What follows belongs to an exercise in optimizing a design on an open flow for small area, a short achievable clock period and few clock cycles; a production flow would make more cautious choices. Only simulation tests tie the RTL to the original design; equivalence was not proved. No activity file was given, so power comes from the tool's default toggle rates.

==> config.mk <==
export PLATFORM = sky130hd
export DESIGN_NAME = kz_flow_policer
export DESIGN_NICKNAME = kz_flow_policer
export VERILOG_FILES = /design/flow/design.v
export SDC_FILE = /design/flow/constraint.sdc
export NUM_CORES = 4
export LEC_CHECK = 0
export ABC_AREA = 1
export CAP_MARGIN = 20
export CORE_MARGIN = 2
export CORE_UTILIZATION = 40
export CTS_BUF_LIST = sky130_fd_sc_hd__clkbuf_8
export CTS_CLUSTER_DIAMETER = 50
export CTS_CLUSTER_SIZE = 16
export SETUP_SLACK_MARGIN = 0.3
export SLEW_MARGIN = 20
export TNS_END_PERCENT = 20
==> constraint.sdc <==
create_clock -name core_clock -period 20.0 [get_ports {clk}]
set_input_delay 4.0000 -clock core_clock [delete_from_list [all_inputs] [get_ports {clk}]]
set_output_delay 4.0000 -clock core_clock [all_outputs]
set_load 0.01 [all_outputs]
==> design.v <==
module kz_flow_policer (
    input  wire         clk,
    input  wire         rst,
    input  wire         req_valid,
    output wire         req_ready,
    input  wire [2:0]   req_op,
    input  wire [1:0]   req_idx,
    input  wire [15:0]  req_now,
    input  wire [2:0]   req_cost,
    input  wire [2:0]   req_class,
    input  wire         req_yellow,
    input  wire         req_posted,
    input  wire [127:0] req_data,
    output reg          resp_valid,
    output reg  [2:0]   resp_result,
    output reg  [2:0]   resp_class,
    output reg          resp_never,
    output reg          resp_forgiven,
    output reg  [127:0] resp_ctx
);
    localparam OP_FETCH   = 3'd0;
    localparam OP_ARRIVE  = 3'd1;
    localparam OP_DECIDE  = 3'd2;
    localparam OP_CONFIG  = 3'd3;
    localparam OP_REFRESH = 3'd4;
    localparam RES_DONE    = 3'd0;
    localparam RES_GREEN   = 3'd1;
    localparam RES_YELLOW  = 3'd2;
    localparam RES_SHAPER  = 3'd3;
    localparam RES_RED     = 3'd4;
    localparam RES_DISCARD = 3'd5;
    assign req_ready = 1'b1;
    function [26:0] size16;
        input [5:0] code;
        size16 = (code == 6'd0) ? 27'd0 : ({7'd0, 1'b1, code[2:0], 16'd0} << code[5:3]);
    endfunction
    function [27:0] growth;
        input [10:0] code;
        input [15:0] d;
        reg   [22:0] p;
        reg   [37:0] s;
        begin
            p = code[6:0] * d;
            s = {15'd0, p} << code[10:7];
            growth = {|s[37:27], s[26:0]};
        end
    endfunction
    function [28:0] growth28;
        input [10:0] code;
        input [15:0] d;
        reg   [22:0] p;
        reg   [37:0] s;
        begin
            p = code[6:0] * d;
            s = {15'd0, p} << code[10:7];
            growth28 = {|s[37:28], s[27:0]};
        end
    endfunction
    reg [15:0]        last_q   [0:3];    
    reg [60:0]        cfg_q    [0:3];    
    reg [26:0]        tc_q     [0:3];    
    reg [26:0]        tp_q     [0:3];
    reg signed [27:0] credit_q [0:3];    
    reg [7:0]         qcount_q [0:3];    
    reg         v_a;
    reg [2:0]   op_a;
    reg [1:0]   idx_a;
    reg [15:0]  now_a;
    reg [2:0]   cost_a;
    reg [2:0]   class_a;
    reg         yellow_a;
    reg         posted_a;
    reg [124:0] data_a;      
    reg [15:0]  last_a;      
    wire [15:0] last_n;
    wire [15:0] last_in = (v_a && (idx_a == req_idx)) ? last_n : last_q[req_idx];
    always @(posedge clk) begin
        v_a      <= req_valid && !rst;
        op_a     <= req_op;
        idx_a    <= req_idx;
        now_a    <= req_now;
        cost_a   <= req_cost;
        class_a  <= req_class;
        yellow_a <= req_yellow;
        posted_a <= req_posted;
        data_a   <= req_data[124:0];
        last_a   <= last_in;
    end
    wire [60:0] cfg_a  = cfg_q[idx_a];
    wire [60:0] new_a  = data_a[124:64];
    wire        same_a   = (new_a[60:59] == cfg_a[60:59]);
    wire        fetch_a  = (op_a == OP_FETCH);
    wire        config_a = (op_a == OP_CONFIG);
    wire        read_a   = op_a[2] && (op_a[1:0] != 2'b00);
    wire        take_a   = fetch_a || (config_a && !same_a);
    assign      last_n = fetch_a ? data_a[15:0] :
                         (read_a || (config_a && same_a)) ? last_a : now_a;
    wire [60:0] cfg_n  = take_a ? new_a : cfg_a;
    wire [15:0] dt_a = now_a - last_a;                
    wire shaper_chg_a = (new_a[52:51] != cfg_a[52:51]) || (new_a[32:22] != cfg_a[32:22]) ||
                        (new_a[50:45] != cfg_a[50:45]);
    wire meter_chg_a  = (new_a[54:53] != cfg_a[54:53]) || (new_a[10:0] != cfg_a[10:0]) ||
                        (new_a[21:11] != cfg_a[21:11]) || (new_a[38:33] != cfg_a[38:33]) ||
                        (new_a[44:39] != cfg_a[44:39]);
    always @(posedge clk) begin
        if (v_a) begin
            last_q[idx_a] <= last_n;
            cfg_q[idx_a]  <= cfg_n;
        end
    end
    reg         v_b;
    reg [2:0]   op_b;
    reg [1:0]   idx_b;
    reg [2:0]   cost_b;
    reg [2:0]   class_b;
    reg         yellow_b;
    reg         posted_b;
    reg         same_b;
    reg         shaper_chg_b;
    reg         meter_chg_b;
    reg         shape_old_b;     
    reg [42:0]  bank_b;          
    reg [27:0]  gc_b;            
    reg [27:0]  gp_b;
    reg [28:0]  gs_b;            
    reg [15:0]  last_b;          
    reg [60:0]  cfg_b;
    reg [26:0]  tc_b;            
    reg [26:0]  tp_b;
    reg [27:0]  credit_b;
    reg [7:0]   qcount_b;
    wire [26:0]        tc_n;
    wire [26:0]        tp_n;
    wire signed [27:0] credit_n;
    wire [7:0]         qcount_n;
    wire               fwd_b = v_b && (idx_b == idx_a);
    always @(posedge clk) begin
        v_b          <= v_a && !rst;
        op_b         <= op_a;
        idx_b        <= idx_a;
        cost_b       <= cost_a;
        class_b      <= class_a;
        yellow_b     <= yellow_a;
        posted_b     <= posted_a;
        same_b       <= same_a;
        shaper_chg_b <= shaper_chg_a;
        meter_chg_b  <= meter_chg_a;
        shape_old_b  <= (cfg_a[52:51] == 2'b01);
        bank_b       <= data_a[58:16];
        gc_b         <= growth(cfg_a[10:0], dt_a);
        gp_b         <= growth(cfg_a[21:11], dt_a);
        gs_b         <= growth28(cfg_a[32:22], dt_a);
        last_b       <= last_n;
        cfg_b        <= cfg_n;
        tc_b         <= fwd_b ? tc_n     : tc_q[idx_a];
        tp_b         <= fwd_b ? tp_n     : tp_q[idx_a];
        credit_b     <= fwd_b ? credit_n : credit_q[idx_a];
        qcount_b     <= fwd_b ? qcount_n : qcount_q[idx_a];
    end
    wire [15:0]        last   = last_b;
    wire [60:0]        cfg    = cfg_b;
    wire [26:0]        tc     = tc_b;
    wire [26:0]        tp     = tp_b;
    wire signed [27:0] credit = credit_b;
    wire [7:0]         qcount = qcount_b;
    wire [10:0] pir      = cfg[21:11];
    wire [5:0]  cbs      = cfg[38:33];
    wire [5:0]  pbs      = cfg[44:39];
    wire [5:0]  hicredit = cfg[50:45];
    wire [1:0]  shape    = cfg[52:51];
    wire [1:0]  meter    = cfg[54:53];
    wire        red_drop = cfg[55];
    wire        full_reset = cfg[56];
    wire [1:0]  yclass   = cfg[58:57];
    wire shape_credit = (shape == 2'b01);
    wire meter_on     = (meter == 2'b01) || (meter == 2'b10);
    wire meter_aware  = (meter == 2'b10);
    wire [26:0] capc = size16(cbs);
    wire [26:0] capp = size16(pbs);
    wire [26:0] caps = size16(hicredit);
    wire [26:0] need = {8'd0, cost_b, 16'd0};
    wire [27:0] gc = gc_b;
    wire [27:0] gp = gp_b;
    wire [28:0] gs = gs_b;
    wire [27:0] tc_room = {1'b0, capc} - {1'b0, tc};
    wire [27:0] tc_gap  = {1'b0, need} - {1'b0, tc};
    wire        tc_over = gc[27] || tc_room[27] || (gc[26:0] > tc_room[26:0]);
    wire [26:0] tc_sum  = tc + gc[26:0];
    wire [26:0] tc_upd  = tc_over ? capc : tc_sum;
    wire [26:0] tc_dec  = tc_over ? {capc[26:16] - {8'd0, cost_b}, capc[15:0]}
                                  : {tc_sum[26:16] - {8'd0, cost_b}, tc_sum[15:0]};
    wire        tc_short = tc_over ? (capc[26:16] < {8'd0, cost_b})
                                   : (!tc_gap[27] && (gc[26:0] < tc_gap[26:0]));
    wire [27:0] tp_room = {1'b0, capp} - {1'b0, tp};
    wire [27:0] tp_gap  = {1'b0, need} - {1'b0, tp};
    wire        tp_over = gp[27] || tp_room[27] || (gp[26:0] > tp_room[26:0]);
    wire [26:0] tp_sum  = tp + gp[26:0];
    wire [26:0] tp_upd  = tp_over ? capp : tp_sum;
    wire [26:0] tp_dec  = tp_over ? {capp[26:16] - {8'd0, cost_b}, capp[15:0]}
                                  : {tp_sum[26:16] - {8'd0, cost_b}, tp_sum[15:0]};
    wire        tp_short = tp_over ? (capp[26:16] < {8'd0, cost_b})
                                   : (!tp_gap[27] && (gp[26:0] < tp_gap[26:0]));
    wire [26:0]        cr_lim  = (qcount != 8'd0) ? caps : 27'd0;
    wire signed [28:0] cr_room = $signed({2'b00, cr_lim}) - {credit[27], credit};
    wire signed [28:0] cr_gap  = $signed({2'b00, need}) - {credit[27], credit};
    wire signed [28:0] cr_neg  = -{credit[27], credit};
    wire               cr_over = gs[28] || cr_room[28] || (gs[27:0] > cr_room[27:0]);
    wire signed [27:0] cr_sum  = credit + gs[27:0];
    wire               cr_below = credit[27] && !gs[28] && (gs[27:0] < cr_neg[27:0]);
    wire               cr_above = cr_gap[28] || gs[28] || (gs[27:0] > cr_gap[27:0]);
    wire signed [27:0] credit_upd = !shape_credit ? credit :
                                    cr_over ? $signed({1'b0, cr_lim}) : cr_sum;
    wire               upd_neg    = shape_old_b ? cr_below : credit[27];
    wire col_red    = meter_on && tp_short;
    wire col_yellow = meter_on && !tp_short && (tc_short || (meter_aware && yellow_b));
    wire shaper_hold = shape_credit && cr_below;
    wire as_red      = col_red || (col_yellow && (class_b == 3'd1));
    wire discard     = as_red && posted_b && red_drop;
    wire        never    = (pir[6:0] == 7'd0) || (capp[26:16] < {8'd0, cost_b});
    wire [2:0] ycls      = (yclass == 2'b00) ? 3'd5 : (yclass == 2'b01) ? 3'd6 : 3'd7;
    wire [2:0] yel_class = (class_b > ycls) ? class_b : ycls;
    wire [26:0] tp_sent = meter_on ? tp_dec : tp_upd;
    wire [26:0] tc_sent = (meter_on && !col_yellow) ? tc_dec : tc_upd;
    wire signed [27:0] cr_lim_dec = {{1'b0, cr_lim[26:16]} - {9'd0, cost_b}, cr_lim[15:0]};
    wire signed [27:0] cr_sum_dec = {cr_sum[27:16] - {9'd0, cost_b}, cr_sum[15:0]};
    wire signed [27:0] credit_charged = !shape_credit ? credit :
                                        cr_over ? cr_lim_dec : cr_sum_dec;
    wire        cc_pos = !shape_credit ? (!credit[27] && (credit[26:0] != 27'd0)) :
                         cr_over ? (cr_lim[26:16] > {8'd0, cost_b}) : cr_above;
    wire [7:0]  q_dec = (qcount == 8'd0) ? 8'd0 : (qcount - 8'd1);
    wire signed [27:0] credit_sent = ((q_dec == 8'd0) && cc_pos) ? 28'sd0 : credit_charged;
    wire [26:0] n_capc = capc;
    wire [26:0] n_capp = capp;
    wire [26:0] n_caps = caps;
    reg [26:0]        tc_x;
    reg [26:0]        tp_x;
    reg signed [27:0] credit_x;
    reg [7:0]         qcount_x;
    reg [2:0]         result_n;
    reg [2:0]         class_n;
    reg               never_n;
    reg               forgiven_n;
    always @(*) begin
        tc_x       = tc_upd;
        tp_x       = tp_upd;
        credit_x   = credit_upd;
        qcount_x   = qcount;
        result_n   = RES_DONE;
        class_n    = 3'd0;
        never_n    = 1'b0;
        forgiven_n = 1'b0;
        case (op_b)
            OP_FETCH: begin
                tc_x     = {bank_b[13:0], 13'd0};
                tp_x     = {bank_b[27:14], 13'd0};
                credit_x = {bank_b[42:28], 13'd0};
                qcount_x = 8'd0;
            end
            OP_ARRIVE: begin
                qcount_x = (qcount == 8'hFF) ? 8'hFF : (qcount + 8'd1);
            end
            OP_DECIDE: begin
                if (shaper_hold) begin
                    result_n = RES_SHAPER;
                end else if (as_red) begin
                    if (discard) begin
                        result_n = RES_DISCARD;
                        qcount_x = q_dec;
                    end else begin
                        result_n = RES_RED;
                        never_n  = never;
                    end
                end else begin
                    result_n = col_yellow ? RES_YELLOW : RES_GREEN;
                    class_n  = col_yellow ? yel_class : class_b;
                    tp_x     = tp_sent;
                    tc_x     = tc_sent;
                    credit_x = credit_sent;
                    qcount_x = q_dec;
                end
            end
            OP_CONFIG: begin
                if (same_b) begin
                    tc_x     = tc;
                    tp_x     = tp;
                    credit_x = credit;
                end else begin
                    if (shaper_chg_b) begin
                        forgiven_n = upd_neg;
                        credit_x   = full_reset ? $signed({1'b0, n_caps}) : 28'sd0;
                    end
                    if (meter_chg_b) begin
                        tc_x = full_reset ? n_capc : 27'd0;
                        tp_x = full_reset ? n_capp : 27'd0;
                    end
                end
            end
            OP_REFRESH: begin
            end
            default: begin
                tc_x     = tc;
                tp_x     = tp;
                credit_x = credit;
            end
        endcase
    end
    assign tc_n     = tc_x;
    assign tp_n     = tp_x;
    assign credit_n = credit_x;
    assign qcount_n = qcount_x;
    wire [13:0] tc_bank = tc_n[26:13];    
    wire [13:0] tp_bank = tp_n[26:13];
    wire [14:0] cr_bank = (shape == 2'b10) ? 15'd0 : credit_n[27:13];   
    wire [4:0]  q_bank  = (qcount_n[7:5] != 3'd0) ? 5'd31 : qcount_n[4:0];
    wire [127:0] ctx_bank = {3'b000, cfg, q_bank, cr_bank, tp_bank, tc_bank, last};
    always @(posedge clk) begin
        if (v_b) begin
            tc_q[idx_b]     <= tc_n;
            tp_q[idx_b]     <= tp_n;
            credit_q[idx_b] <= credit_n;
            qcount_q[idx_b] <= qcount_n;
        end
    end
    always @(posedge clk) begin
        resp_valid    <= v_b && !rst;
        resp_result   <= result_n;
        resp_class    <= class_n;
        resp_never    <= never_n;
        resp_forgiven <= forgiven_n;
        resp_ctx      <= ctx_bank;
    end
endmodule
==> flow/run.sh <==
#!/bin/bash
set -euo pipefail
bash standard.sh SETUP_SLACK_MARGIN=12 finish > make_finish.log 2>&1
==> standard.sh <==
#!/bin/bash
# synth_recipe.tcl (not shown) runs the flow's synth.tcl, then flattens the netlist and writes it again
# the make line also repeats each setting of config.mk as NAME=value (left out here)
make -C /OpenROAD-flow-scripts/flow DESIGN_CONFIG=/design/flow/config.mk WORK_HOME=/design/flow/orfs CLKGATE_MAP_FILE= SYNTH_SCRIPT=/design/flow/synth_recipe.tcl "${@:-finish}"
==> flow_summary.html, run 1 <==
<table>
<tr><th>Metric</th><th>Value</th></tr>
<tr><th colspan="2">Floorplan</th></tr>
<tr><td>Top-level I/O count</td><td>298</td></tr>
<tr><td>Placeable core area</td><td>173000 um2</td></tr>
<tr><td>Height of the chip</td><td>421 um</td></tr>
<tr><td>Starting density of the core</td><td>40.2%</td></tr>
<tr><td>Row Count</td><td>153</td></tr>
<tr><td>Die Footprint</td><td>178000 um2</td></tr>
<tr><td>Horizontal die dimension</td><td>421 um</td></tr>
<tr><th colspan="2">GRT</th></tr>
<tr><td>Global Route met3 Usage</td><td>3.26%</td></tr>
<tr><td>Total global routing overflow</td><td>0</td></tr>
<tr><td>Global-route usage over all layers</td><td>25.7%</td></tr>
<tr><td>Via count of the first global-routing pass</td><td>55300</td></tr>
<tr><td>Global-route wire length before repair</td><td>348000 um</td></tr>
<tr><td>Largest net degree at the start of global routing</td><td>76</td></tr>
<tr><td>Number of antenna violations at the first check in global routing</td><td>3</td></tr>
<tr><td>GR Layer Usage met1</td><td>36.7%</td></tr>
<tr><td>GRT busiest layer</td><td>met2</td></tr>
<tr><td>M2 GR Usage</td><td>40.2%</td></tr>
<tr><th colspan="2">Clock network</th></tr>
<tr><td>Maximum count of clock buffers along a single path</td><td>3</td></tr>
<tr><td>Clock tree sinks</td><td>1175</td></tr>
<tr><td>CTS tree</td><td>built</td></tr>
<tr><td>Root buf cell</td><td>sky130_fd_sc_hd__clkbuf_8</td></tr>
<tr><td>Total CTS buffers</td><td>117</td></tr>
<tr><td>Clock Latency Late Sink</td><td>0.99 ns</td></tr>
<tr><td>Clock slew seen by the registers of the worst setup and hold paths</td><td>0.10 ns</td></tr>
<tr><td>Number of H-tree levels</td><td>3</td></tr>
<tr><th colspan="2">Critical path</th></tr>
<tr><td>Required time reported for the critical path endpoint</td><td>20.81 ns</td></tr>
<tr><td>Delay of the slowest cell on the worst path</td><td>0.58 ns</td></tr>
<tr><td>Critical Path Most Common Cell</td><td>sky130_fd_sc_hd__nand2_1</td></tr>
<tr><td>Beginning of the critical path</td><td>idx_a[0]</td></tr>
<tr><td>Depth of the worst register-to-register path</td><td>48</td></tr>
<tr><td>Origin of the critical flop-to-flop path</td><td>idx_a[0]</td></tr>
<tr><td>Minimum setup slack among reg-to-reg paths</td><td>12.09 ns</td></tr>
<tr><td>Crit path max fanout</td><td>7</td></tr>
<tr><td>Sort of element at the end of the critical path</td><td>flop</td></tr>
<tr><td>Top delay family on crit path</td><td>adder cells</td></tr>
<tr><td>Number of buffers and inverters on the critical path</td><td>9</td></tr>
<tr><td>Path length in cells of the critical path</td><td>48</td></tr>
<tr><td>Critical register-to-register path endpoint</td><td>gc_b[27]</td></tr>
<tr><td>Worst endpoint data arrival time</td><td>8.72 ns</td></tr>
<tr><td>Category of the most critical setup path</td><td>flop to flop</td></tr>
<tr><td>Cell with the largest stage delay on the worst path</td><td>sky130_fd_sc_hd__fa_1</td></tr>
<tr><td>End of the critical path</td><td>gc_b[27]</td></tr>
<tr><td>Startpoint kind of the worst setup timing path</td><td>flop</td></tr>
<tr><th colspan="2">Drt</th></tr>
<tr><td>Number of antenna-violating nets in the routed design</td><td>0</td></tr>
<tr><td>Post-detailed-route wirelength per cell</td><td>22.1 um</td></tr>
<tr><td>Average vias per placed instance</td><td>5.38</td></tr>
<tr><td>Number of DRC violations after detailed-routing iteration 0</td><td>5564</td></tr>
<tr><td>Final wirelength</td><td>238000 um</td></tr>
<tr><td>Pre-antenna DRT Iters</td><td>8</td></tr>
<tr><td>Residual DRC count</td><td>0</td></tr>
<tr><td>Routed vias</td><td>58100</td></tr>
<tr><th colspan="2">Power</th></tr>
<tr><td>P per Cell Area</td><td>147 nW/um2</td></tr>
<tr><td>Switching component of the power</td><td>5.69 mW</td></tr>
<tr><td>Switching part of the total power</td><td>48.1%</td></tr>
<tr><td>Combinational power share</td><td>60.8%</td></tr>
<tr><td>Max VDD drop</td><td>132 uV</td></tr>
<tr><td>Relative contribution of the clock network to total power</td><td>14.3%</td></tr>
<tr><td>Total power draw</td><td>11.8 mW</td></tr>
<tr><td>Internal cell power</td><td>6.13 mW</td></tr>
<tr><td>Leakage power summed over all cells</td><td>34.7 nW</td></tr>
<tr><td>Sequential fraction of design power</td><td>25.0%</td></tr>
<tr><th colspan="2">Worst hold path</th></tr>
<tr><td>Worst Hold Class</td><td>flop to flop</td></tr>
<tr><th colspan="2">Logic synthesis</th></tr>
<tr><td>Share of the synthesized area in the top cell type</td><td>28.8%</td></tr>
<tr><td>Commonest cells post-synth</td><td>sky130_fd_sc_hd__nand2_1 (1886), sky130_fd_sc_hd__inv_1 (810), sky130_fd_sc_hd__nor2_1 (775), sky130_fd_sc_hd__edfxtp_1 (668), sky130_fd_sc_hd__dfxtp_1 (507)</td></tr>
<tr><td>Flip-flop cell with the highest count after synthesis</td><td>sky130_fd_sc_hd__edfxtp_1</td></tr>
<tr><td>Leading cell type by number of instances after synthesis</td><td>sky130_fd_sc_hd__nand2_1</td></tr>
<tr><td>Distinct cells, synth</td><td>79</td></tr>
<tr><td>Number of enable-type register cells in the synthesized netlist</td><td>668</td></tr>
<tr><td>Gate count of the mapped netlist</td><td>8042</td></tr>
<tr><td>Mean area per synthesized cell</td><td>8.67 um2</td></tr>
<tr><td>Part of the Yosys area used for sequential elements</td><td>43.3%</td></tr>
<tr><td>Number of warning messages in the yosys log</td><td>1</td></tr>
<tr><td>Leading post-synthesis cells by cell area</td><td>sky130_fd_sc_hd__edfxtp_1 (29%), sky130_fd_sc_hd__dfxtp_1 (15%), sky130_fd_sc_hd__nand2_1 (10%)</td></tr>
<tr><td>Cell type with the highest aggregate area in the netlist</td><td>sky130_fd_sc_hd__edfxtp_1</td></tr>
<tr><td>Synth Cell Area</td><td>69700 um2</td></tr>
<tr><td>Share of synthesized flip-flops with an asynchronous set or reset</td><td>0%</td></tr>
<tr><td>Flip-flop and latch count after synthesis</td><td>1175</td></tr>
<tr><th colspan="2">Job</th></tr>
<tr><td>Reported max-cap violation count</td><td>0</td></tr>
<tr><th colspan="2">STA</th></tr>
<tr><td>Post-route clock period utilization</td><td>39.5%</td></tr>
<tr><td>Worst relative slew slack</td><td>24.2%</td></tr>
<tr><td>Count of endpoints failing setup in the final report</td><td>0</td></tr>
<tr><td>Total Negative Setup Slacks</td><td>0 ns</td></tr>
<tr><td>Max Fclk</td><td>126 MHz</td></tr>
<tr><td>Worst Clk Skew</td><td>0.0910 ns</td></tr>
<tr><td>Final max-slew violation count</td><td>0</td></tr>
<tr><td>Final Hold Fails</td><td>0</td></tr>
<tr><td>Final Critical Period</td><td>7.91 ns</td></tr>
<tr><td>Setup repair after global routing missed its margin</td><td>true</td></tr>
<tr><td>Transition time at the pin with the least slew margin</td><td>1.13 ns</td></tr>
<tr><th colspan="2">Layout</th></tr>
<tr><td>Growth of design area from synthesis to finish</td><td>15.4%</td></tr>
<tr><td>Final-layout fill cell count</td><td>16800</td></tr>
<tr><td>Share of layout cells above drive strength 1</td><td>10.2%</td></tr>
<tr><td>Number of nets in the layout</td><td>9167</td></tr>
<tr><th colspan="2">Placed design</th></tr>
<tr><td>Final HPWL from detailed placement</td><td>177000 um</td></tr>
<tr><td>GPL Wtd Cong</td><td>0.966</td></tr>
<tr><td>Port buffer count</td><td>285</td></tr>
<tr><th colspan="2">Run status</th></tr>
<tr><td>Outcome</td><td>timing/DRC/antenna clean</td></tr>
</table>
## per-stage QoR
stage                     instance area [um2]  utilization (%)  hold WS (ns)  instances  setup WS (ns)
after CTS                               78600             45.3         0.315      10700          11.85
after floorplan                         69800                -         0.310       8044          11.99
after detailed placement                75100             43.3         0.312      10500           9.86
after global routing                    80400             46.4         0.321      10800          11.76
after global placement                  75100             43.3         0.311      10500          10.04
final                                   80400             46.4         0.304      10800          12.09
## how the worst min path moves through the flow
stage | from | to | slack, ns | cells after the start
global placement | data_a[21] | bank_b[5] | 0.31 | 0
floorplan | data_a[16] | bank_b[0] | 0.31 | 0
detailed placement | data_a[36] | bank_b[20] | 0.31 | 0
finish | cfg_b[27] | resp_ctx[91] | 0.30 | 0
CTS | cfg_b[27] | resp_ctx[91] | 0.31 | 0
global route | cfg_b[27] | resp_ctx[91] | 0.32 | 0
## cell families (layout without fill, tap and decap cells)
family	Yosys count	in the layout	share of synthesized area, %
compound gates	1314	1314	11.3
xor+xnor	287	287	3.61
fa+ha+maj	630	630	13.6
buf+inv	1124	1555	6.47
flops	1175	1175	43.3
mux	25	25	0.359
other cells	2	5	0.0108
simple gates	3485	3489	21.3
## sequential cells by signal (all words and copies together), names as in the netlist, 16 cells and up
| name | count |
|---|---|
| bank_b | 43 |
| cfg_b | 61 |
| cfg_q | 244 |
| credit_q | 112 |
| data_a | 120 |
| gc_b | 28 |
| gp_b | 28 |
| gs_b | 29 |
| last_b | 16 |
| last_q | 64 |
| now_a | 16 |
| qcount_q | 32 |
| resp_ctx | 125 |
| tc_q | 108 |
| tp_q | 108 |
## layout make-up
type	count	area (um2)	area share [%]
tap	2325	2910	3.62
antenna	1	2.50	0.00311
multi-input combinational	5749	36600	45.5
inverter	851	3250	4.05
clock inverter	95	993	1.24
timing repair buffer	483	4720	5.88
sequential	1175	30200	37.6
clock buffer	126	1730	2.16
## routing by layer
metal / vias up / part of all wire [%]
met1: 28100 / 46
met3: 317 / 6.4
met4: 0 / 3.6
li1: 27700 / -
met5: - / 0
met2: 2029 / 44
## what timing repair did
action,4_1_cts,5_1_grt
cloned,2,10
endpoints found under the hold margin,0,0
hold buffers,0,0
setup endpoints to repair,299,315
pin swaps,20,139
setup buffers,27,62
resized for setup,116,291
## power groups by stage
stage | registers, mW | clock network [mW] | logic, mW
3_5_place_dp | 3.00 | 0 | 6.10
3_3_place_gp | 3.00 | 0 | 6.06
4_1_cts | 2.95 | 1.73 | 6.30
6_report | 2.95 | 1.69 | 7.18
5_1_grt | 2.96 | 1.82 | 8.02
2_1_floorplan | 2.93 | 0 | 4.47
## layout by cell type, fill, tap and decap left out, types with 35 or more instances in the layout
| cell type | n |
|---|---|
| sky130_fd_sc_hd__nor2_2 | 71 |
| sky130_fd_sc_hd__nand2_2 | 54 |
| sky130_fd_sc_hd__xor2_1 | 197 |
| sky130_fd_sc_hd__fa_1 | 216 |
| sky130_fd_sc_hd__clkbuf_8 | 126 |
| sky130_fd_sc_hd__a31oi_1 | 41 |
| sky130_fd_sc_hd__a21oi_2 | 35 |
| sky130_fd_sc_hd__dfxtp_1 | 503 |
| sky130_fd_sc_hd__clkdlybuf4s50_1 | 285 |
| sky130_fd_sc_hd__o22ai_1 | 46 |
| sky130_fd_sc_hd__nand2_1 | 1830 |
| sky130_fd_sc_hd__buf_4 | 165 |
| sky130_fd_sc_hd__ha_1 | 392 |
| sky130_fd_sc_hd__a21oi_1 | 320 |
| sky130_fd_sc_hd__edfxtp_1 | 668 |
| sky130_fd_sc_hd__inv_1 | 813 |
| sky130_fd_sc_hd__nor3_1 | 69 |
| sky130_fd_sc_hd__a22oi_1 | 121 |
| sky130_fd_sc_hd__nor2_1 | 733 |
| sky130_fd_sc_hd__nand4_1 | 82 |
| sky130_fd_sc_hd__xnor2_1 | 84 |
| sky130_fd_sc_hd__nand3_1 | 418 |
| sky130_fd_sc_hd__nand3_2 | 36 |
| sky130_fd_sc_hd__o21ai_0 | 412 |
| sky130_fd_sc_hd__o21ai_1 | 45 |
| sky130_fd_sc_hd__o211ai_1 | 47 |
Testbench counts, summed over its fixed seeds: cycles 16,024.
==> inputs of run 2 (changes only) <==
--- a/design.v
+++ b/design.v
@@ -73,4 +73,5 @@
     reg [124:0] data_a;      
     reg [15:0]  last_a;      
+    reg [15:0]  dt_a;        
     wire [15:0] last_n;
     wire [15:0] last_in = (v_a && (idx_a == req_idx)) ? last_n : last_q[req_idx];
@@ -86,4 +87,5 @@
         data_a   <= req_data[124:0];
         last_a   <= last_in;
+        dt_a     <= req_now - last_in;
     end
     wire [60:0] cfg_a  = cfg_q[idx_a];
@@ -97,5 +99,4 @@
                          (read_a || (config_a && same_a)) ? last_a : now_a;
     wire [60:0] cfg_n  = take_a ? new_a : cfg_a;
-    wire [15:0] dt_a = now_a - last_a;                
     wire shaper_chg_a = (new_a[52:51] != cfg_a[52:51]) || (new_a[32:22] != cfg_a[32:22]) ||
                         (new_a[50:45] != cfg_a[50:45]);
==> run 2 against run 1 <==
Wire length decreased by 0.85%; power decreased by 1.9%; core utilization decreased by 1.5 points; non-clock buffer count decreased by 80; still clean; critical path type unchanged; sequential power increased by 6%; sequential share of layout area increased by 1.4 points; clock power decreased by 3%; largest cell class unchanged; synthesized cell count increased by 2.2%; fmax increased by 2.8%; hold slack improved by 0.010 ns; combinational power decreased by 5.0%; via count decreased by 0.51%.
==> flow_summary.html, run 2 <==
<table>
<tr><th>Metric</th><th>Value</th></tr>
<tr><th colspan="2">Critical path</th></tr>
<tr><td>Worst endpoint data arrival time</td><td>8.38 ns (-0.34 ns)</td></tr>
<tr><td>Crit path max fanout</td><td>31 (+24)</td></tr>
<tr><td>Startpoint kind of the worst setup timing path</td><td>flop</td></tr>
<tr><td>Depth of the worst register-to-register path</td><td>35 (-27%)</td></tr>
<tr><td>Delay of the slowest cell on the worst path</td><td>0.52 ns (-0.06 ns)</td></tr>
<tr><td>Sort of element at the end of the critical path</td><td>flop</td></tr>
<tr><td>Minimum setup slack among reg-to-reg paths</td><td>12.31 ns (+0.21 ns)</td></tr>
<tr><td>Required time reported for the critical path endpoint</td><td>20.69 ns (-0.12 ns)</td></tr>
<tr><td>Category of the most critical setup path</td><td>flop to flop</td></tr>
<tr><td>Origin of the critical flop-to-flop path</td><td>idx_b[1]</td></tr>
<tr><td>Cell with the largest stage delay on the worst path</td><td>sky130_fd_sc_hd__or4_1</td></tr>
<tr><td>Critical register-to-register path endpoint</td><td>tp_q[1][25]</td></tr>
<tr><th colspan="2">STA</th></tr>
<tr><td>Hold Slack</td><td>0.314 ns (+0.0103 ns)</td></tr>
<tr><td>Post-route clock period utilization</td><td>38.5% (-1.1 points)</td></tr>
<tr><td>Total Negative Setup Slacks</td><td>0 ns (unchanged)</td></tr>
<tr><td>Setup repair after global routing missed its margin</td><td>true</td></tr>
<tr><td>Final Hold Fails</td><td>0 (unchanged)</td></tr>
<tr><td>Count of endpoints failing setup in the final report</td><td>0 (unchanged)</td></tr>
<tr><td>Worst relative slew slack</td><td>28.8% (+4.6 points)</td></tr>
<tr><td>Worst Clk Skew</td><td>0.0979 ns (+0.00692 ns)</td></tr>
<tr><td>Transition time at the pin with the least slew margin</td><td>1.07 ns (-0.0591 ns)</td></tr>
<tr><td>Least setup slack across all paths after layout</td><td>12.31 ns (+0.213 ns)</td></tr>
<tr><td>Max Fclk</td><td>130 MHz (+2.8%)</td></tr>
<tr><td>Final max-slew violation count</td><td>0 (unchanged)</td></tr>
<tr><td>Final Critical Period</td><td>7.69 ns (-0.213 ns)</td></tr>
<tr><th colspan="2">Drt</th></tr>
<tr><td>Post-detailed-route wirelength per cell</td><td>21.7 um (-1.6%)</td></tr>
<tr><td>Final wirelength</td><td>236000 um (-0.85%)</td></tr>
<tr><td>Number of antenna-violating nets in the routed design</td><td>0 (unchanged)</td></tr>
<tr><td>Number of DRC violations after detailed-routing iteration 0</td><td>5153 (-7.4%)</td></tr>
<tr><td>Pre-antenna DRT Iters</td><td>6 (-2)</td></tr>
<tr><td>Routed vias</td><td>57900 (-0.51%)</td></tr>
<tr><td>Average vias per placed instance</td><td>5.31 (-1.3%)</td></tr>
<tr><td>Residual DRC count</td><td>0 (unchanged)</td></tr>
<tr><th colspan="2">Floorplan</th></tr>
<tr><td>Row Count</td><td>154 (+0.65%)</td></tr>
<tr><td>Top-level I/O count</td><td>298 (unchanged)</td></tr>
<tr><td>Horizontal die dimension</td><td>425 um (+0.82%)</td></tr>
<tr><td>Height of the chip</td><td>425 um (+0.82%)</td></tr>
<tr><td>Starting density of the core</td><td>40.2% (+0.047 points)</td></tr>
<tr><td>Die Footprint</td><td>181000 um2 (+1.6%)</td></tr>
<tr><td>Placeable core area</td><td>176000 um2 (+1.5%)</td></tr>
<tr><th colspan="2">Job</th></tr>
<tr><td>Reported max-cap violation count</td><td>0 (unchanged)</td></tr>
<tr><th colspan="2">Layout</th></tr>
<tr><td>Flip-flop count of the largest register after layout</td><td>244 (unchanged)</td></tr>
<tr><td>Share of layout cells above drive strength 1</td><td>6.17% (-4.0 points)</td></tr>
<tr><td>Post-layout instance count excluding filler cells</td><td>10900 (+0.79%)</td></tr>
<tr><td>Leading cell types in the layout, fill and taps excluded</td><td>sky130_fd_sc_hd__nand2_1 (2124), sky130_fd_sc_hd__inv_1 (909), sky130_fd_sc_hd__edfxtp_1 (668)</td></tr>
<tr><td>Register ranked first by flip-flop count</td><td>cfg_q</td></tr>
<tr><td>Leading registers by flop count</td><td>cfg_q (244), resp_ctx (125), data_a (120)</td></tr>
<tr><td>Most common cell after layout, fill and taps aside</td><td>sky130_fd_sc_hd__nand2_1</td></tr>
<tr><td>Number of nets in the layout</td><td>9234 (+0.73%)</td></tr>
<tr><td>Growth of design area from synthesis to finish</td><td>11.6%</td></tr>
<tr><th colspan="2">Logic synthesis</th></tr>
<tr><td>Share of synthesized flip-flops with an asynchronous set or reset</td><td>0% (unchanged)</td></tr>
<tr><td>Cell type with the highest aggregate area in the netlist</td><td>sky130_fd_sc_hd__edfxtp_1</td></tr>
<tr><td>Part of the Yosys area used for sequential elements</td><td>43.5% (+0.20 points)</td></tr>
<tr><td>Flip-flop cell with the highest count after synthesis</td><td>sky130_fd_sc_hd__edfxtp_1</td></tr>
<tr><td>Commonest cells post-synth</td><td>sky130_fd_sc_hd__nand2_1 (2127), sky130_fd_sc_hd__inv_1 (886), sky130_fd_sc_hd__edfxtp_1 (668), sky130_fd_sc_hd__nor2_1 (610), sky130_fd_sc_hd__dfxtp_1 (539)</td></tr>
<tr><td>Share of the synthesized area in the top cell type</td><td>28.3% (-0.47 points)</td></tr>
<tr><td>Simple-gate share of the synthesized area</td><td>21.0% (-0.30 points)</td></tr>
<tr><td>Number of enable-type register cells in the synthesized netlist</td><td>668 (unchanged)</td></tr>
<tr><td>Synth Area in Adders</td><td>13.4% (-0.29 points)</td></tr>
<tr><td>Mux share of post-synthesis cell area</td><td>0.254% (-0.10 points)</td></tr>
<tr><td>Post-synthesis compound-gate area fraction</td><td>11.2% (-0.11 points)</td></tr>
<tr><td>Number of warning messages in the yosys log</td><td>1 (unchanged)</td></tr>
<tr><td>Distinct cells, synth</td><td>77 (-2.5%)</td></tr>
<tr><td>Flip-flop and latch count after synthesis</td><td>1207 (+2.7%)</td></tr>
<tr><td>Leading cell type by number of instances after synthesis</td><td>sky130_fd_sc_hd__nand2_1</td></tr>
<tr><td>Main combinational cell family by area after synthesis</td><td>simple AND/OR/NAND/NOR gates</td></tr>
<tr><td>Mean area per synthesized cell</td><td>8.62 um2 (-0.53%)</td></tr>
<tr><td>Leading post-synthesis cells by cell area</td><td>sky130_fd_sc_hd__edfxtp_1 (28%), sky130_fd_sc_hd__dfxtp_1 (15%), sky130_fd_sc_hd__nand2_1 (11%)</td></tr>
<tr><td>Xor and xnor area share after synthesis</td><td>3.88% (+0.27 points)</td></tr>
<tr><td>Synth Cell Area</td><td>70900 um2 (+1.7%)</td></tr>
<tr><td>Gate count of the mapped netlist</td><td>8219 (+2.2%)</td></tr>
<tr><th colspan="2">Power</th></tr>
<tr><td>Internal cell power</td><td>5.96 mW (-2.7%)</td></tr>
<tr><td>Leakage power summed over all cells</td><td>34.9 nW (+0.37%)</td></tr>
<tr><td>Switching component of the power</td><td>5.64 mW (-0.95%)</td></tr>
<tr><td>Sequential fraction of design power</td><td>27.0% (+2.0 points)</td></tr>
<tr><td>Relative contribution of the clock network to total power</td><td>14.2% (about the same)</td></tr>
<tr><td>P per Cell Area</td><td>147 nW/um2 (-0.23%)</td></tr>
<tr><td>Switching part of the total power</td><td>48.6% (+0.46 points)</td></tr>
<tr><td>Combinational power share</td><td>58.8% (-2.0 points)</td></tr>
<tr><td>Max VDD drop</td><td>138 uV (+5.1%)</td></tr>
<tr><th colspan="2">Placed design</th></tr>
<tr><td>GPL Wtd Cong</td><td>0.979 (+1.4%)</td></tr>
<tr><td>Placed cells</td><td>10700 (+1.7%)</td></tr>
<tr><td>Final HPWL from detailed placement</td><td>180000 um (+1.4%)</td></tr>
<tr><td>Worst setup slack after placement</td><td>10.80 ns (+0.940 ns)</td></tr>
<tr><td>Port buffer count</td><td>285 (unchanged)</td></tr>
<tr><th colspan="2">GRT</th></tr>
<tr><td>Global-route wire length before repair</td><td>351000 um (+1.0%)</td></tr>
<tr><td>Largest net degree at the start of global routing</td><td>70 (-7.9%)</td></tr>
<tr><td>Number of antenna violations at the first check in global routing</td><td>6 (+3)</td></tr>
<tr><td>Total global routing overflow</td><td>0 (unchanged)</td></tr>
<tr><td>Via count of the first global-routing pass</td><td>55400 (+0.32%)</td></tr>
<tr><td>Global-route usage over all layers</td><td>25.7% (+0.064 points)</td></tr>
<tr><th colspan="2">Clock network</th></tr>
<tr><td>Hold-fix buffers, CTS</td><td>0 (unchanged)</td></tr>
<tr><td>Clock Latency Late Sink</td><td>0.96 ns (-0.03 ns)</td></tr>
<tr><td>Number of H-tree levels</td><td>3 (unchanged)</td></tr>
<tr><td>CTS tree</td><td>built</td></tr>
<tr><td>Clock slew seen by the registers of the worst setup and hold paths</td><td>0.09 ns (about the same)</td></tr>
<tr><td>Clock tree sinks</td><td>1207 (+2.7%)</td></tr>
<tr><td>Maximum count of clock buffers along a single path</td><td>3 (unchanged)</td></tr>
<tr><td>Total CTS buffers</td><td>113 (-3.4%)</td></tr>
<tr><td>Root buf cell</td><td>sky130_fd_sc_hd__clkbuf_8</td></tr>
<tr><th colspan="2">Worst hold path</th></tr>
<tr><td>Worst Hold Launch</td><td>last_b[10]</td></tr>
<tr><td>Hold-critical path depth</td><td>0 (unchanged)</td></tr>
<tr><td>Worst Hold Class</td><td>flop to flop</td></tr>
<tr><td>Endpoint of the worst hold-timing path</td><td>resp_ctx[10]</td></tr>
<tr><th colspan="2">Run status</th></tr>
<tr><td>Outcome</td><td>timing/DRC/antenna clean</td></tr>
</table>
==> run 2: cell count changes in the layout (fill, tap and decap cells not counted), moves of 24 or more <==
cell | previous run | this run
sky130_fd_sc_hd__nand2_2 | 54 | 29
sky130_fd_sc_hd__dfxtp_1 | 503 | 535
sky130_fd_sc_hd__buf_4 | 165 | 109
sky130_fd_sc_hd__nand3_2 | 36 | 12
sky130_fd_sc_hd__a21oi_2 | 35 | 1
sky130_fd_sc_hd__nor2_1 | 733 | 600
sky130_fd_sc_hd__nand2_1 | 1830 | 2124
sky130_fd_sc_hd__nor2_2 | 71 | 41
sky130_fd_sc_hd__nand3_1 | 418 | 386
sky130_fd_sc_hd__o21ai_0 | 412 | 507
sky130_fd_sc_hd__inv_1 | 813 | 909
==> run 2: routing by layer <==
metal / part of all wire, % / track usage [%]
met1: 46 / 36.5
met2: 44 / 40.3
met3: 6.2 / 3.44
met4: 3.5 / 8.62
met5: 0.0097 / 0
==> run 2: power groups by stage <==
stage	sequential, mW	combinational (mW)	clock, mW
6_report	3.13	6.82	1.64
5_1_grt	3.14	7.76	1.78
4_1_cts	3.12	6.74	1.69
3_5_place_dp	3.18	6.68	0
3_3_place_gp	3.18	6.63	0
2_1_floorplan	3.02	4.95	0
==> run 2: through the flow <==
stage          instance area (um2)  power (mW)  utilization (%)
2_1_floorplan                70900        7.96                -
3_3_place_gp                 76200        9.81             43.3
3_5_place_dp                 76200        9.86             43.3
4_1_cts                      78900        11.6             44.8
5_1_grt                      79100        12.7             44.9
6_report                     79100        11.6             44.9
==> run 2: repair_timing <==
action,CTS,global route
resized for setup,17,26
endpoints found under the setup margin,411,398
pin swaps,5,3
setup buffers,5,8
endpoints found under the hold margin,0,0
gates cloned,1,0
==> run 2: layout make-up <==
| cell class | instances | area (um2) |
|---|---|---|
| fill | 17300 | 97000 |
| multi-input combinational | 5803 | 35400 |
| tap | 2340 | 2930 |
| inverter | 920 | 3480 |
| timing repair buffer | 403 | 3820 |
| sequential | 1207 | 30900 |
| clock inverter | 88 | 856 |
| antenna | 4 | 10.0 |
| clock buffer | 125 | 1720 |
==> run 2: critical path, delay by kind of cell, from the launching register on <==
kind,cells,cell delay (ns)
adder cells (fa/ha/maj),2,0.66
buffers and inverters,10,2.20
AO/OA/AOI/OAI,3,0.79
AND/OR/NAND/NOR,20,3.23
flip-flops,1,0.33
==> run 2: worst max path at each step <==
stage / startpoint / to / slack (ns) / depth (start not counted)
5_1_grt: idx_b[1] / qcount_q[0][4] / 11.90 / 39
6_report: idx_b[1] / tp_q[1][25] / 12.31 / 35
2_1_floorplan: idx_b[0] / credit_q[0][0] / 12.44 / 4
3_3_place_gp: idx_b[0] / tc_q[2][19] / 10.85 / 35
4_1_cts: idx_b[0] / credit_q[1][7] / 12.00 / 47
3_5_place_dp: idx_b[0] / tc_q[3][19] / 10.80 / 35
==> run 2: kinds of logic after synthesis <==
group / count (synthesis)
compound gates: 1336
xor+xnor: 314
fa+ha+maj: 626
buf+inv: 1212
flops: 1207
mux: 18
other cells: 2
simple gates: 3504
Testbench counts of run 2, summed over its fixed seeds: cycles 16,024.
==> inputs of run 3 (changes only) <==
--- a/design.v
+++ b/design.v
@@ -73,5 +73,4 @@
     reg [124:0] data_a;      
     reg [15:0]  last_a;      
-    reg [15:0]  dt_a;        
     wire [15:0] last_n;
     wire [15:0] last_in = (v_a && (idx_a == req_idx)) ? last_n : last_q[req_idx];
@@ -87,5 +86,4 @@
         data_a   <= req_data[124:0];
         last_a   <= last_in;
-        dt_a     <= req_now - last_in;
     end
     wire [60:0] cfg_a  = cfg_q[idx_a];
@@ -99,4 +97,5 @@
                          (read_a || (config_a && same_a)) ? last_a : now_a;
     wire [60:0] cfg_n  = take_a ? new_a : cfg_a;
+    wire [15:0] dt_a = now_a - last_a;                
     wire shaper_chg_a = (new_a[52:51] != cfg_a[52:51]) || (new_a[32:22] != cfg_a[32:22]) ||
                         (new_a[50:45] != cfg_a[50:45]);
==> flow/run.sh (replaced) <==
#!/bin/bash
set -euo pipefail
bash standard.sh SETUP_SLACK_MARGIN=13 finish > make_finish.log 2>&1
--- a/config.mk
+++ b/config.mk
@@ -15,3 +15,3 @@
 export SETUP_SLACK_MARGIN = 0.3
 export SLEW_MARGIN = 20
-export TNS_END_PERCENT = 20
+export TNS_END_PERCENT = 10
==> run 3 against run 2 <==
Combinational power increased by 12%; clock power about the same; critical path depth increased by 12; synthesized area decreased by 1.6%; die area decreased by 1.6%; critical endpoint is now gc_b[27]; largest cell class unchanged; highest routed layer unchanged.
==> flow_summary.html, run 3 <==
<table>
<tr><th>Metric</th><th>Value</th></tr>
<tr><th colspan="2">Power</th></tr>
<tr><td>Leakage power summed over all cells</td><td>35.1 nW (+0.77%)</td></tr>
<tr><td>Internal cell power</td><td>6.30 mW (+5.7%)</td></tr>
<tr><td>Sequential fraction of design power</td><td>24.2% (-2.8 points)</td></tr>
<tr><td>Switching part of the total power</td><td>48.4% (-0.18 points)</td></tr>
<tr><td>Relative contribution of the clock network to total power</td><td>13.3% (-0.9 points)</td></tr>
<tr><td>P per Cell Area</td><td>150 nW/um2 (+2.4%)</td></tr>
<tr><td>Switching component of the power</td><td>5.91 mW (+4.9%)</td></tr>
<tr><td>Combinational power share</td><td>62.5% (+3.7 points)</td></tr>
<tr><td>Max VDD drop</td><td>160 uV (+15%)</td></tr>
<tr><th colspan="2">Layout</th></tr>
<tr><td>Growth of design area from synthesis to finish</td><td>16.7%</td></tr>
<tr><td>Leading registers by flop count</td><td>cfg_q (244), resp_ctx (125), data_a (120)</td></tr>
<tr><td>Leading cell types in the layout, fill and taps excluded</td><td>sky130_fd_sc_hd__nand2_1 (1809), sky130_fd_sc_hd__inv_1 (806), sky130_fd_sc_hd__nor2_1 (727)</td></tr>
<tr><td>Number of nets in the layout</td><td>9213 (-0.23%)</td></tr>
<tr><td>Most common cell after layout, fill and taps aside</td><td>sky130_fd_sc_hd__nand2_1</td></tr>
<tr><td>Final-layout fill cell count</td><td>16700 (-3.7%)</td></tr>
<tr><td>Area taken by multi-input logic gates</td><td>37200 um2 (+5.0%)</td></tr>
<tr><td>Post-layout instance count excluding filler cells</td><td>10800 (-0.39%)</td></tr>
<tr><td>Storage cell area</td><td>30200 um2 (-2.0%)</td></tr>
<tr><td>Flip-flop count of the largest register after layout</td><td>244 (unchanged)</td></tr>
<tr><td>Share of layout cells above drive strength 1</td><td>11.9% (+5.7 points)</td></tr>
<tr><td>Register ranked first by flip-flop count</td><td>cfg_q</td></tr>
<tr><th colspan="2">Critical path</th></tr>
<tr><td>Minimum setup slack among reg-to-reg paths</td><td>12.15 ns (-0.15 ns)</td></tr>
<tr><td>Worst endpoint data arrival time</td><td>8.61 ns (+0.23 ns)</td></tr>
<tr><td>Beginning of the critical path</td><td>idx_a[0]</td></tr>
<tr><td>Depth of the worst register-to-register path</td><td>47 (+34%)</td></tr>
<tr><td>Crit path max fanout</td><td>6 (-81%)</td></tr>
<tr><td>Sort of element at the end of the critical path</td><td>flop</td></tr>
<tr><td>Critical register-to-register path endpoint</td><td>gc_b[27]</td></tr>
<tr><td>Category of the most critical setup path</td><td>flop to flop</td></tr>
<tr><td>Critical Path Most Common Cell</td><td>sky130_fd_sc_hd__nand2_2</td></tr>
<tr><td>Required time reported for the critical path endpoint</td><td>20.77 ns (+0.08 ns)</td></tr>
<tr><td>End of the critical path</td><td>gc_b[27]</td></tr>
<tr><td>Cell with the largest stage delay on the worst path</td><td>sky130_fd_sc_hd__fa_1</td></tr>
<tr><td>Delay of the slowest cell on the worst path</td><td>0.51 ns (about the same)</td></tr>
<tr><td>Startpoint kind of the worst setup timing path</td><td>flop</td></tr>
<tr><td>Origin of the critical flop-to-flop path</td><td>idx_a[0]</td></tr>
<tr><th colspan="2">Clock network</th></tr>
<tr><td>Total CTS buffers</td><td>114 (+0.88%)</td></tr>
<tr><td>CTS tree</td><td>built</td></tr>
<tr><td>Clock slew seen by the registers of the worst setup and hold paths</td><td>0.10 ns (about the same)</td></tr>
<tr><td>Hold-fix buffers, CTS</td><td>0 (unchanged)</td></tr>
<tr><td>Number of H-tree levels</td><td>3 (unchanged)</td></tr>
<tr><td>Clock tree sinks</td><td>1175 (-2.7%)</td></tr>
<tr><td>Root buf cell</td><td>sky130_fd_sc_hd__clkbuf_8</td></tr>
<tr><td>Clock Latency Late Sink</td><td>0.96 ns (about the same)</td></tr>
<tr><td>Maximum count of clock buffers along a single path</td><td>3 (unchanged)</td></tr>
<tr><th colspan="2">Logic synthesis</th></tr>
<tr><td>Share of synthesized flip-flops with an asynchronous set or reset</td><td>0% (unchanged)</td></tr>
<tr><td>Flip-flop cell with the highest count after synthesis</td><td>sky130_fd_sc_hd__edfxtp_1</td></tr>
<tr><td>Post-synthesis compound-gate area fraction</td><td>11.3% (+0.11 points)</td></tr>
<tr><td>Main combinational cell family by area after synthesis</td><td>simple AND/OR/NAND/NOR gates</td></tr>
<tr><td>Gate count of the mapped netlist</td><td>8042 (-2.2%)</td></tr>
<tr><td>Number of warning messages in the yosys log</td><td>1 (unchanged)</td></tr>
<tr><td>Leading post-synthesis cells by cell area</td><td>sky130_fd_sc_hd__edfxtp_1 (29%), sky130_fd_sc_hd__dfxtp_1 (15%), sky130_fd_sc_hd__nand2_1 (10%)</td></tr>
<tr><td>Xor and xnor area share after synthesis</td><td>3.61% (-0.27 points)</td></tr>
<tr><td>Cell type with the highest aggregate area in the netlist</td><td>sky130_fd_sc_hd__edfxtp_1</td></tr>
<tr><td>Commonest cells post-synth</td><td>sky130_fd_sc_hd__nand2_1 (1886), sky130_fd_sc_hd__inv_1 (810), sky130_fd_sc_hd__nor2_1 (775), sky130_fd_sc_hd__edfxtp_1 (668), sky130_fd_sc_hd__dfxtp_1 (507)</td></tr>
<tr><td>Synth Cell Area</td><td>69700 um2 (-1.6%)</td></tr>
<tr><td>Mean area per synthesized cell</td><td>8.67 um2 (+0.53%)</td></tr>
<tr><td>Distinct cells, synth</td><td>79 (+2.6%)</td></tr>
<tr><td>Leading cell type by number of instances after synthesis</td><td>sky130_fd_sc_hd__nand2_1</td></tr>
<tr><td>Mux share of post-synthesis cell area</td><td>0.359% (+0.10 points)</td></tr>
<tr><td>Simple-gate share of the synthesized area</td><td>21.3% (+0.30 points)</td></tr>
<tr><td>Synth Area in Adders</td><td>13.6% (+0.29 points)</td></tr>
<tr><td>Part of the Yosys area used for sequential elements</td><td>43.3% (-0.20 points)</td></tr>
<tr><td>Number of enable-type register cells in the synthesized netlist</td><td>668 (unchanged)</td></tr>
<tr><td>Flip-flop and latch count after synthesis</td><td>1175 (-2.7%)</td></tr>
<tr><td>Share of the synthesized area in the top cell type</td><td>28.8% (+0.47 points)</td></tr>
<tr><th colspan="2">Placed design</th></tr>
<tr><td>GPL Wtd Cong</td><td>0.984 (+0.48%)</td></tr>
<tr><td>Final HPWL from detailed placement</td><td>175000 um (-2.5%)</td></tr>
<tr><td>Placed cells</td><td>10500 (-1.7%)</td></tr>
<tr><td>Port buffer count</td><td>285 (unchanged)</td></tr>
<tr><th colspan="2">Drt</th></tr>
<tr><td>Residual DRC count</td><td>0 (unchanged)</td></tr>
<tr><td>Routed vias</td><td>58600 (+1.3%)</td></tr>
<tr><td>Pre-antenna DRT Iters</td><td>8 (+2)</td></tr>
<tr><td>Number of antenna-violating nets in the routed design</td><td>0 (unchanged)</td></tr>
<tr><td>Average vias per placed instance</td><td>5.40 (+1.7%)</td></tr>
<tr><td>Final wirelength</td><td>240000 um (+1.4%)</td></tr>
<tr><td>Number of DRC violations after detailed-routing iteration 0</td><td>5091 (-1.2%)</td></tr>
<tr><td>Post-detailed-route wirelength per cell</td><td>22.1 um (+1.8%)</td></tr>
<tr><th colspan="2">STA</th></tr>
<tr><td>Final Hold Fails</td><td>0 (unchanged)</td></tr>
<tr><td>Post-route clock period utilization</td><td>39.2% (+0.76 points)</td></tr>
<tr><td>Worst relative slew slack</td><td>20.9% (-7.9 points)</td></tr>
<tr><td>Count of endpoints failing setup in the final report</td><td>0 (unchanged)</td></tr>
<tr><td>Setup repair after global routing missed its margin</td><td>true</td></tr>
<tr><td>Final Critical Period</td><td>7.85 ns (+0.152 ns)</td></tr>
<tr><td>Transition time at the pin with the least slew margin</td><td>1.17 ns (+0.108 ns)</td></tr>
<tr><td>Max Fclk</td><td>127 MHz (-1.9%)</td></tr>
<tr><td>Final max-slew violation count</td><td>0 (unchanged)</td></tr>
<tr><td>Worst Clk Skew</td><td>0.0909 ns (-0.00695 ns)</td></tr>
<tr><td>Total Negative Setup Slacks</td><td>0 ns (unchanged)</td></tr>
<tr><th colspan="2">Floorplan</th></tr>
<tr><td>Height of the chip</td><td>421 um (-0.81%)</td></tr>
<tr><td>Horizontal die dimension</td><td>421 um (-0.81%)</td></tr>
<tr><td>Top-level I/O count</td><td>298 (unchanged)</td></tr>
<tr><td>Row Count</td><td>153 (-0.65%)</td></tr>
<tr><td>Die Footprint</td><td>178000 um2 (-1.6%)</td></tr>
<tr><td>Placeable core area</td><td>173000 um2 (-1.5%)</td></tr>
<tr><td>Starting density of the core</td><td>40.2% (-0.047 points)</td></tr>
<tr><th colspan="2">Job</th></tr>
<tr><td>Reported max-cap violation count</td><td>0 (unchanged)</td></tr>
<tr><th colspan="2">Worst hold path</th></tr>
<tr><td>Worst Hold Class</td><td>flop to flop</td></tr>
<tr><th colspan="2">GRT</th></tr>
<tr><td>Via count of the first global-routing pass</td><td>55600 (+0.28%)</td></tr>
<tr><td>Total global routing overflow</td><td>0 (unchanged)</td></tr>
<tr><td>Global-route wire length before repair</td><td>351000 um (about the same)</td></tr>
<tr><td>Number of antenna violations at the first check in global routing</td><td>5 (-1)</td></tr>
<tr><td>Global-route usage over all layers</td><td>26.0% (+0.26 points)</td></tr>
<tr><td>Largest net degree at the start of global routing</td><td>63 (-10%)</td></tr>
<tr><th colspan="2">Run status</th></tr>
<tr><td>Outcome</td><td>timing/DRC/antenna clean</td></tr>
</table>
## run 3: metrics by stage
step / utilization (%) / cell area, um2 / hold slack, ns / total power, mW / setup WS (ns)
finish: 46.9 / 81300 / 0.291 / 12.2 / 12.15
global route: 46.9 / 81300 / 0.288 / 13.2 / 11.76
detailed placement: 43.4 / 75200 / 0.312 / 9.18 / 10.31
global placement: 43.4 / 75200 / 0.312 / 9.13 / 10.33
CTS: 45.9 / 79600 / 0.289 / 11.2 / 12.35
floorplan: - / 70000 / 0.310 / 7.47 / 12.41
## run 3: final cells by class
type	instances	area share, %
Multi-Input combinational cell	5753	45.7
Sequential cell	1175	37.2
Timing Repair Buffer	528	6.40
Inverter	851	4.02
Tap cell	2325	3.58
Clock buffer	118	2.00
Clock inverter	94	1.14
Antenna cell	3	0.00923
## run 3: worst min-delay path by stage
stage	start	to	slack (ns)	depth (start not counted)
2_1_floorplan	data_a[16]	bank_b[0]	0.31	0
6_report	cfg_b[4]	resp_ctx[68]	0.29	0
4_1_cts	cfg_b[4]	resp_ctx[68]	0.29	0
3_5_place_dp	data_a[42]	bank_b[26]	0.31	0
5_1_grt	cfg_b[4]	resp_ctx[68]	0.29	0
3_3_place_gp	data_a[47]	bank_b[31]	0.31	0
## run 3: logic make-up (layout without fill, tap and decap cells)
group | count (synthesis) | after routing
simple gates | 3485 | 3493
compound gates | 1314 | 1314
other cells | 2 | 7
flops | 1175 | 1175
fa+ha+maj | 630 | 630
mux | 25 | 25
buf+inv | 1124 | 1591
xor+xnor | 287 | 287
## run 3: critical path, delay by kind of cell, from the launching register on
family,cells,cell delay (ns)
AOI/OAI and AO/OA,10,1.34
adders and majority gates,7,2.87
buffers and inverters,7,0.64
DFF,1,0.42
and+or+nand+nor,23,2.44
## run 3: power groups by stage
stage,Clock [mW],Combinational [mW],Sequential (mW)
detailed placement,0,6.17,3.01
global route,1.75,8.47,2.97
finish,1.62,7.63,2.96
floorplan,0,4.54,2.93
CTS,1.66,6.56,2.96
global placement,0,6.12,3.01
## run 3: what timing repair did
action / CTS / global route
gates cloned: 14 / 3
resized for setup: 209 / 332
setup endpoints to repair: 485 / 402
buffers inserted: 93 / 47
pin swaps: 75 / 164
## run 3: metal layers
| metal | up-vias | track usage, % | wire length (um) |
|---|---|---|---|
| li1 | 27800 | - | - |
| met1 | 28400 | 36.8 | 109000 |
| met2 | 2102 | 40.4 | 106000 |
| met3 | 355 | 3.80 | 16000 |
| met4 | 2 | 9.31 | 9200 |
| met5 | - | 0 | 10 |
Testbench counts of run 3, summed over its fixed seeds: cycles 16,024.
==> inputs of run 4 (changes only) <==
--- a/design.v
+++ b/design.v
@@ -73,4 +73,5 @@
     reg [124:0] data_a;      
     reg [15:0]  last_a;      
+    reg [15:0]  dt_a;        
     wire [15:0] last_n;
     wire [15:0] last_in = (v_a && (idx_a == req_idx)) ? last_n : last_q[req_idx];
@@ -86,4 +87,5 @@
         data_a   <= req_data[124:0];
         last_a   <= last_in;
+        dt_a     <= req_now - last_in;
     end
     wire [60:0] cfg_a  = cfg_q[idx_a];
@@ -97,5 +99,4 @@
                          (read_a || (config_a && same_a)) ? last_a : now_a;
     wire [60:0] cfg_n  = take_a ? new_a : cfg_a;
-    wire [15:0] dt_a = now_a - last_a;                
     wire shaper_chg_a = (new_a[52:51] != cfg_a[52:51]) || (new_a[32:22] != cfg_a[32:22]) ||
                         (new_a[50:45] != cfg_a[50:45]);
==> run 4 against run 3 <==
Non-clock buffer count down 20; global-route usage is 0.12 points lower; sequential cell count rose by 32.
==> flow_summary.html, run 4 <==
<table>
<tr><th>Metric</th><th>Value</th></tr>
<tr><th colspan="2">GRT</th></tr>
<tr><td>Largest net degree at the start of global routing</td><td>70 (+11%)</td></tr>
<tr><td>Global Route met3 Usage</td><td>3.54% (-0.25 points)</td></tr>
<tr><td>Number of antenna violations at the first check in global routing</td><td>6 (+1)</td></tr>
<tr><td>GRT busiest layer</td><td>met2</td></tr>
<tr><td>Total global routing overflow</td><td>0 (unchanged)</td></tr>
<tr><td>Global-route wire length before repair</td><td>352000 um (+0.25%)</td></tr>
<tr><td>Global-route usage over all layers</td><td>25.9% (-0.12 points)</td></tr>
<tr><td>M2 GR Usage</td><td>39.5% (-0.86 points)</td></tr>
<tr><td>GR Layer Usage met1</td><td>37.4% (+0.57 points)</td></tr>
<tr><th colspan="2">Layout</th></tr>
<tr><td>Leading cell types in the layout, fill and taps excluded</td><td>sky130_fd_sc_hd__nand2_1 (2112), sky130_fd_sc_hd__inv_1 (882), sky130_fd_sc_hd__edfxtp_1 (668)</td></tr>
<tr><td>Final design instance area without fill</td><td>81300 um2 (about the same)</td></tr>
<tr><td>Flip-flop count of the largest register after layout</td><td>244 (unchanged)</td></tr>
<tr><td>Most common cell after layout, fill and taps aside</td><td>sky130_fd_sc_hd__nand2_1</td></tr>
<tr><td>Share of layout cells above drive strength 1</td><td>8.76% (-3.1 points)</td></tr>
<tr><td>Number of nets in the layout</td><td>9346 (+1.4%)</td></tr>
<tr><td>Register ranked first by flip-flop count</td><td>cfg_q</td></tr>
<tr><th colspan="2">Drt</th></tr>
<tr><td>Pre-antenna DRT Iters</td><td>8 (unchanged)</td></tr>
<tr><td>Number of DRC violations after detailed-routing iteration 0</td><td>5478 (+7.6%)</td></tr>
<tr><td>Residual DRC count</td><td>0 (unchanged)</td></tr>
<tr><td>Number of antenna-violating nets in the routed design</td><td>0 (unchanged)</td></tr>
<tr><td>Final wirelength</td><td>242000 um (+0.91%)</td></tr>
<tr><td>Average vias per placed instance</td><td>5.35 (-0.95%)</td></tr>
<tr><th colspan="2">STA</th></tr>
<tr><td>Post-route clock period utilization</td><td>34.4% (-4.9 points)</td></tr>
<tr><td>Worst Clk Skew</td><td>0.104 ns (+0.0130 ns)</td></tr>
<tr><td>Final max-slew violation count</td><td>0 (unchanged)</td></tr>
<tr><td>Worst relative slew slack</td><td>18.1% (-2.8 points)</td></tr>
<tr><td>Setup repair after global routing missed its margin</td><td>true</td></tr>
<tr><td>Hold Slack</td><td>0.324 ns (+0.0333 ns)</td></tr>
<tr><td>Count of endpoints failing setup in the final report</td><td>0 (unchanged)</td></tr>
<tr><td>Final Critical Period</td><td>6.88 ns (-0.970 ns)</td></tr>
<tr><th colspan="2">Logic synthesis</th></tr>
<tr><td>Number of enable-type register cells in the synthesized netlist</td><td>668 (unchanged)</td></tr>
<tr><td>Synth Cell Area</td><td>70900 um2 (+1.7%)</td></tr>
<tr><td>Share of the synthesized area in the top cell type</td><td>28.3% (-0.47 points)</td></tr>
<tr><td>Leading cell type by number of instances after synthesis</td><td>sky130_fd_sc_hd__nand2_1</td></tr>
<tr><td>Share of synthesized flip-flops with an asynchronous set or reset</td><td>0% (unchanged)</td></tr>
<tr><td>Flip-flop cell with the highest count after synthesis</td><td>sky130_fd_sc_hd__edfxtp_1</td></tr>
<tr><td>Distinct cells, synth</td><td>77 (-2.5%)</td></tr>
<tr><td>Gate count of the mapped netlist</td><td>8219 (+2.2%)</td></tr>
<tr><td>Flip-flop and latch count after synthesis</td><td>1207 (+2.7%)</td></tr>
<tr><td>Leading post-synthesis cells by cell area</td><td>sky130_fd_sc_hd__edfxtp_1 (28%), sky130_fd_sc_hd__dfxtp_1 (15%), sky130_fd_sc_hd__nand2_1 (11%)</td></tr>
<tr><th colspan="2">Critical path</th></tr>
<tr><td>Worst endpoint data arrival time</td><td>7.61 ns (-1.00 ns)</td></tr>
<tr><td>Required time reported for the critical path endpoint</td><td>20.74 ns (-0.03 ns)</td></tr>
<tr><td>Startpoint kind of the worst setup timing path</td><td>flop</td></tr>
<tr><td>Delay of the slowest cell on the worst path</td><td>0.58 ns (+0.07 ns)</td></tr>
<tr><td>Cell with the largest stage delay on the worst path</td><td>sky130_fd_sc_hd__o21ai_0</td></tr>
<tr><td>Category of the most critical setup path</td><td>flop to flop</td></tr>
<tr><th colspan="2">Power</th></tr>
<tr><td>Max VDD drop</td><td>145 uV (-9.3%)</td></tr>
<tr><td>Total power draw</td><td>11.9 mW (-2.9%)</td></tr>
<tr><td>P per Cell Area</td><td>146 nW/um2 (-2.9%)</td></tr>
<tr><td>Leakage power summed over all cells</td><td>35.7 nW (+1.5%)</td></tr>
<tr><th colspan="2">Floorplan</th></tr>
<tr><td>Starting density of the core</td><td>40.2% (+0.047 points)</td></tr>
<tr><td>Row Count</td><td>154 (+0.65%)</td></tr>
<tr><td>Die Footprint</td><td>181000 um2 (+1.6%)</td></tr>
<tr><td>Top-level I/O count</td><td>298 (unchanged)</td></tr>
<tr><td>Height of the chip</td><td>425 um (+0.82%)</td></tr>
<tr><td>Horizontal die dimension</td><td>425 um (+0.82%)</td></tr>
<tr><td>Placeable core area</td><td>176000 um2 (+1.5%)</td></tr>
<tr><th colspan="2">Clock network</th></tr>
<tr><td>Clock tree sinks</td><td>1207 (+2.7%)</td></tr>
<tr><td>Hold-fix buffers, CTS</td><td>0 (unchanged)</td></tr>
<tr><td>Number of H-tree levels</td><td>3 (unchanged)</td></tr>
<tr><td>Root buf cell</td><td>sky130_fd_sc_hd__clkbuf_8</td></tr>
<tr><td>Clock Latency Late Sink</td><td>0.96 ns (about the same)</td></tr>
<tr><td>Total CTS buffers</td><td>116 (+1.8%)</td></tr>
<tr><td>Clock slew seen by the registers of the worst setup and hold paths</td><td>0.11 ns (about the same)</td></tr>
<tr><th colspan="2">Placed design</th></tr>
<tr><td>GPL Wtd Cong</td><td>0.997 (+1.4%)</td></tr>
<tr><td>Cell area after placement</td><td>76100 um2 (+1.2%)</td></tr>
<tr><td>Final HPWL from detailed placement</td><td>179000 um (+2.1%)</td></tr>
<tr><td>Worst setup slack after placement</td><td>10.59 ns (+0.284 ns)</td></tr>
<tr><th colspan="2">Run status</th></tr>
<tr><td>Outcome</td><td>timing/DRC/antenna clean</td></tr>
<tr><th colspan="2">Worst hold path</th></tr>
<tr><td>Worst Hold Class</td><td>flop to flop</td></tr>
<tr><th colspan="2">Job</th></tr>
<tr><td>Reported max-cap violation count</td><td>0 (unchanged)</td></tr>
</table>
## run 4: final cells by class
cell class                 count  area [um2]
sequential                  1207       30900
clock buffer                 123        1690
multi-input combinational   5806       36000
timing repair buffer         508        5130
fill                       17200       94800
tap                         2340        2930
inverter                     920        3600
timing repair inverter         1        7.51
antenna                        2        5.00
clock inverter                96        1020
## run 4: critical path: cells and delay by family, from the launching register on
family                     cells  cell delay [ns]
xor gates and xnor gates       1             0.22
buffers and inverters          8             1.38
DFF                            1             0.45
and+or+nand+nor               19             2.46
AOI/OAI and AO/OA              5             1.23
adders and majority gates      3             0.86
## run 4: per-stage QoR
step	utilization, %	cells
after CTS	45.4	10900
after floorplan	-	8221
after detailed placement	43.2	10700
final	46.1	11000
after global placement	43.2	10700
after global routing	46.1	11000
## run 4: cell families after synthesis
| kind of cell | synth area share, % |
|---|---|
| AND/OR/NAND/NOR | 21.0 |
| AO/OA/AOI/OAI | 11.2 |
| buffers and inverters | 6.81 |
| flip-flops | 43.5 |
| adder cells (fa/ha/maj) | 13.4 |
| XOR/XNOR | 3.88 |
| multiplexers | 0.254 |
| other | 0.0106 |
## run 4: repair_timing
action                                  CTS  global route
endpoints found under the setup margin  481           456
buffers inserted                         40            72
endpoints found under the hold margin     0             0
pin swaps                                18            44
cloned                                   12             7
gates resized for setup                 127           151
## run 4: routing by layer
| metal | routed length, um | up-vias |
|---|---|---|
| met3 | 16600 | 330 |
| met1 | 111000 | 28500 |
| li1 | - | 28000 |
| met5 | 26 | - |
| met2 | 105000 | 2100 |
| met4 | 9260 | 4 |
## run 4: final timing paths
| path | start | endpoint | slack (ns) | depth (start not counted) |
|---|---|---|---|---|
| worst max register to register | idx_b[0] | credit_q[0][23] | 13.12 | 36 |
| worst max-delay path | idx_b[0] | credit_q[0][23] | 13.12 | 36 |
| worst min register to register | cfg_b[0] | resp_ctx[64] | 0.32 | 0 |
| worst min-delay path | cfg_b[0] | resp_ctx[64] | 0.32 | 0 |
## run 4: power by group
group / switching, mW / internal [mW]
Combinational: 4.51 / 2.51
Sequential: 0.268 / 2.86
Clock: 0.974 / 0.741
Testbench counts of run 4, summed over its fixed seeds: cycles 16,024.

==> re-timing with driven ports <==
No port has a modelled driver above. Below, the same layouts with a new extraction and two added sets of constraints. Step 1 assumes that a clkbuf_16 drives the clock port and a buf_2 every other input. Step 2, shift: input delay + t, output delay - t, t = (earliest + latest rising clock arrival at the registers) / 2. This alone moves slack from input paths to output paths. Three values: ideal ports, drivers, drivers and shift; two values: the first two.
run	t, ns	setup slack, ns
run 1	1.027	12.093 / 12.093 / 12.093
run 2	0.990	12.306 / 12.306 / 11.523
run 3	0.985	12.154 / 12.154 / 12.154
run 4	0.992	13.125 / 13.125 / 12.286
After both steps setup and hold are still met in every run listed.
